Source: an optimization exercise on an open RTL-to-GDS flow (aim: small area, a short achievable clock period and few clock cycles per item). Production flows keep margins and buffers that such runs may drop.

Design sha256_core, start of the top module:
module sha256_core (
    input  wire         clk,
    input  wire         rst,
    input  wire         start,
    input  wire [255:0] state_in,
    input  wire [511:0] block_in,
    output wire         ready,
    output reg          done,
    output wire [255:0] state_out
);
For scale: roughly 8000 cells after synthesis, ~1100 flip-flops, about 78000 µm² of cells after synthesis.
export LEC_CHECK = 0
export CAP_MARGIN = 20
export CORE_MARGIN = 2
export CORE_UTILIZATION = 40
export SLEW_MARGIN = 20
create_clock -name core_clock -period 34.0 [get_ports {clk}]
standard.sh (not shown) runs the stock make flow with config.mk's settings and CLKGATE_MAP_FILE= SYNTH_SCRIPT=/design/flow/synth_recipe.tcl, a recipe that flattens the netlist after the stock synthesis.
==> flow/flow/run.sh <==
#!/bin/bash
# The standard ORFS layout, with two changes to how it is made:
#  - the port buffers are the smallest buffer instead of the resizer's pick
#    (every port still gets its own buffer);
#  - timing repair aims for a larger setup slack than zero, so that the
#    achieved period gets shorter.  The clock and the SDC are the standard flow's.
set -euo pipefail
MARGIN=$(cat flow/margin.txt)
bash standard.sh "BUFFER_PORTS_ARGS=-buffer_cell sky130_fd_sc_hd__buf_1" \
    "SETUP_SLACK_MARGIN=$MARGIN" finish > standard.log 2>&1
==> flow/flow/margin.txt <==
25
The first run finished with timing, DRC and antenna clean.
Next try:
--- a/flow/design.v
+++ b/flow/design.v
@@ -38,16 +38,52 @@
     function [31:0] ssig0(input [31:0] x);
         ssig0 = {x[6:0], x[31:7]} ^ {x[17:0], x[31:18]} ^ {3'b000, x[31:3]};
     endfunction
     function [31:0] ssig1(input [31:0] x);
         ssig1 = {x[16:0], x[31:17]} ^ {x[18:0], x[31:19]} ^ {10'b0, x[31:10]};
     endfunction
     function [63:0] csa(input [31:0] x, input [31:0] y, input [31:0] z);
         csa = {x ^ y ^ z, ((x & y) | (x & z) | (y & z)) << 1};
+    endfunction
+    function [31:0] add_sk(input [31:0] x, input [31:0] y);
+        reg [31:0] g, p;
+        integer l, j;
+        begin
+            g = x & y;
+            p = x ^ y;
+            for (l = 0; l < 5; l = l + 1)
+                for (j = 0; j < 32; j = j + 1)
+                    if ((j >> l) & 1) begin
+                        g[j] = g[j] | (p[j] & g[((j >> l) << l) - 1]);
+                        p[j] = p[j] & p[((j >> l) << l) - 1];
+                    end
+            add_sk = (x ^ y) ^ {g[30:0], 1'b0};
+        end
+    endfunction
+    function [31:0] add_bk(input [31:0] x, input [31:0] y);
+        reg [31:0] g, p;
+        integer l, j;
+        begin
+            g = x & y;
+            p = x ^ y;
+            for (l = 0; l < 5; l = l + 1)
+                for (j = 0; j < 32; j = j + 1)
+                    if (((j + 1) % (2 << l)) == 0) begin
+                        g[j] = g[j] | (p[j] & g[j - (1 << l)]);
+                        p[j] = p[j] & p[j - (1 << l)];
+                    end
+            for (l = 3; l >= 0; l = l - 1)
+                for (j = 0; j < 32; j = j + 1)
+                    if (((j + 1) % (2 << l)) == (1 << l) && j >= (2 << l)) begin
+                        g[j] = g[j] | (p[j] & g[j - (1 << l)]);
+                        p[j] = p[j] & p[j - (1 << l)];
+                    end
+            add_bk = (x ^ y) ^ {g[30:0], 1'b0};
+        end
     endfunction
     reg          busy;      
     reg          rdy;       
     reg [CW-1:0] cnt;       
     wire         last = (cnt == NC - 1);
     wire         acc  = start & ~busy;
     reg  [63:0]  kr;        
     reg  [255:0] wst;       
@@ -105,31 +141,33 @@
                 wire [63:0] x2 = csa(ea[63:32], ea[31:0], mj);
                 wire [63:0] x3 = csa(x1[63:32], x1[31:0], x2[63:32]);
                 wire [63:0] x4 = csa(x3[63:32], x3[31:0], x2[31:0]);
                 wire [63:0] y1 = csa(ee[63:32], ee[31:0], s1);
                 wire [63:0] y2 = csa(y1[63:32], y1[31:0], ch);
                 assign pa = x4;
                 assign pe2 = y2;
             end
-            assign av[32*(i+5) - 1 -: 32] = pa[63:32] + pa[31:0];
-            assign ev[32*(i+5) - 1 -: 32] = pe2[63:32] + pe2[31:0];
+            assign av[32*(i+5) - 1 -: 32] = add_sk(pa[63:32], pa[31:0]);
+            assign ev[32*(i+5) - 1 -: 32] = add_sk(pe2[63:32], pe2[31:0]);
         end
     endgenerate
     wire [255:0] nxt = {av[32*(NR+4)-1 -: 128], ev[32*(NR+4)-1 -: 128]};
     wire [32*NR-1:0] wnew;        
     wire [512+32*NR-1:0] wall = {wwin, wnew};
     generate
         for (i = 0; i < NR; i = i + 1) begin : g_sched
             localparam integer TOP = 512 + 32*NR - 1;
             wire [31:0] w_m16 = wall[TOP - 32*i        -: 32];
             wire [31:0] w_m15 = wall[TOP - 32*(i + 1)  -: 32];
             wire [31:0] w_m7  = wall[TOP - 32*(i + 9)  -: 32];
             wire [31:0] w_m2  = wall[TOP - 32*(i + 14) -: 32];
-            assign wnew[32*NR - 1 - 32*i -: 32] = ssig1(w_m2) + w_m7 + ssig0(w_m15) + w_m16;
+            wire [63:0] q1 = csa(ssig1(w_m2), w_m7, ssig0(w_m15));
+            wire [63:0] q2 = csa(q1[63:32], q1[31:0], w_m16);
+            assign wnew[32*NR - 1 - 32*i -: 32] = add_bk(q2[63:32], q2[31:0]);
         end
     endgenerate
     always @(posedge clk) begin
         if (rst) begin
             busy <= 1'b0;
             rdy  <= 1'b1;
             done <= 1'b0;
         end else begin
@@ -158,18 +196,18 @@
         end
     end
     wire [255:0] ffa = last ? nxt : 256'd0;
     always @(posedge clk) begin
         if (!busy)
             hs <= state_in;
         else begin
             hs[255:224] <= last ? nxt[255:224] : hs[255:224];
-            hs[223:192] <= hs[223:192] + ffa[223:192];
-            hs[191:160] <= hs[191:160] + ffa[191:160];
-            hs[159:128] <= hs[159:128] + ffa[159:128];
+            hs[223:192] <= add_bk(hs[223:192], ffa[223:192]);
+            hs[191:160] <= add_bk(hs[191:160], ffa[191:160]);
+            hs[159:128] <= add_bk(hs[159:128], ffa[159:128]);
             hs[127:96]  <= last ? nxt[127:96] : hs[127:96];
-            hs[95:64]   <= hs[95:64] + ffa[95:64];
-            hs[63:32]   <= hs[63:32] + ffa[63:32];
-            hs[31:0]    <= hs[31:0]  + ffa[31:0];
+            hs[95:64]   <= add_bk(hs[95:64], ffa[95:64]);
+            hs[63:32]   <= add_bk(hs[63:32], ffa[63:32]);
+            hs[31:0]    <= add_bk(hs[31:0], ffa[31:0]);
         end
     end
 endmodule
Result: The changed run completed with no timing, DRC or antenna violations. Cell area went down by a few percent. Maximum frequency went down by a few percent. Clock-buffer cell count went down by 6. Setup slack gets worse by 0.69 ns.
No run of this note included a check of the RTL's function; only the layout flow was run.

[what the ideal ports hide]
In the flow no input, the clock included, has a driving cell. The finished layouts below were timed again as built, in two steps.
Step 1 (the two cells are an assumption about what drives the block):
set clk [get_ports {clk}]
set_driving_cell -lib_cell sky130_fd_sc_hd__clkbuf_16 $clk
set_driving_cell -lib_cell sky130_fd_sc_hd__buf_2 [delete_from_list [all_inputs] $clk]
Step 2 also shifts input and output timing later by t, the mid clock arrival at the registers, as if the neighbouring blocks saw the same clock.
Slacks: no drivers / after step 1 / after step 2; pairs: no drivers / after step 1.
run | t, ns | setup WS [ns] | worst slew at a driven data input, ns | pins driven straight from the clock port
the first run | 0.903 | 24.082 / 24.082 / 24.082 | 0.22 | 1
the second run | 0.940 | 23.388 / 23.388 / 23.388 | 0.22 | 1
After both steps every run listed still meets setup and hold.
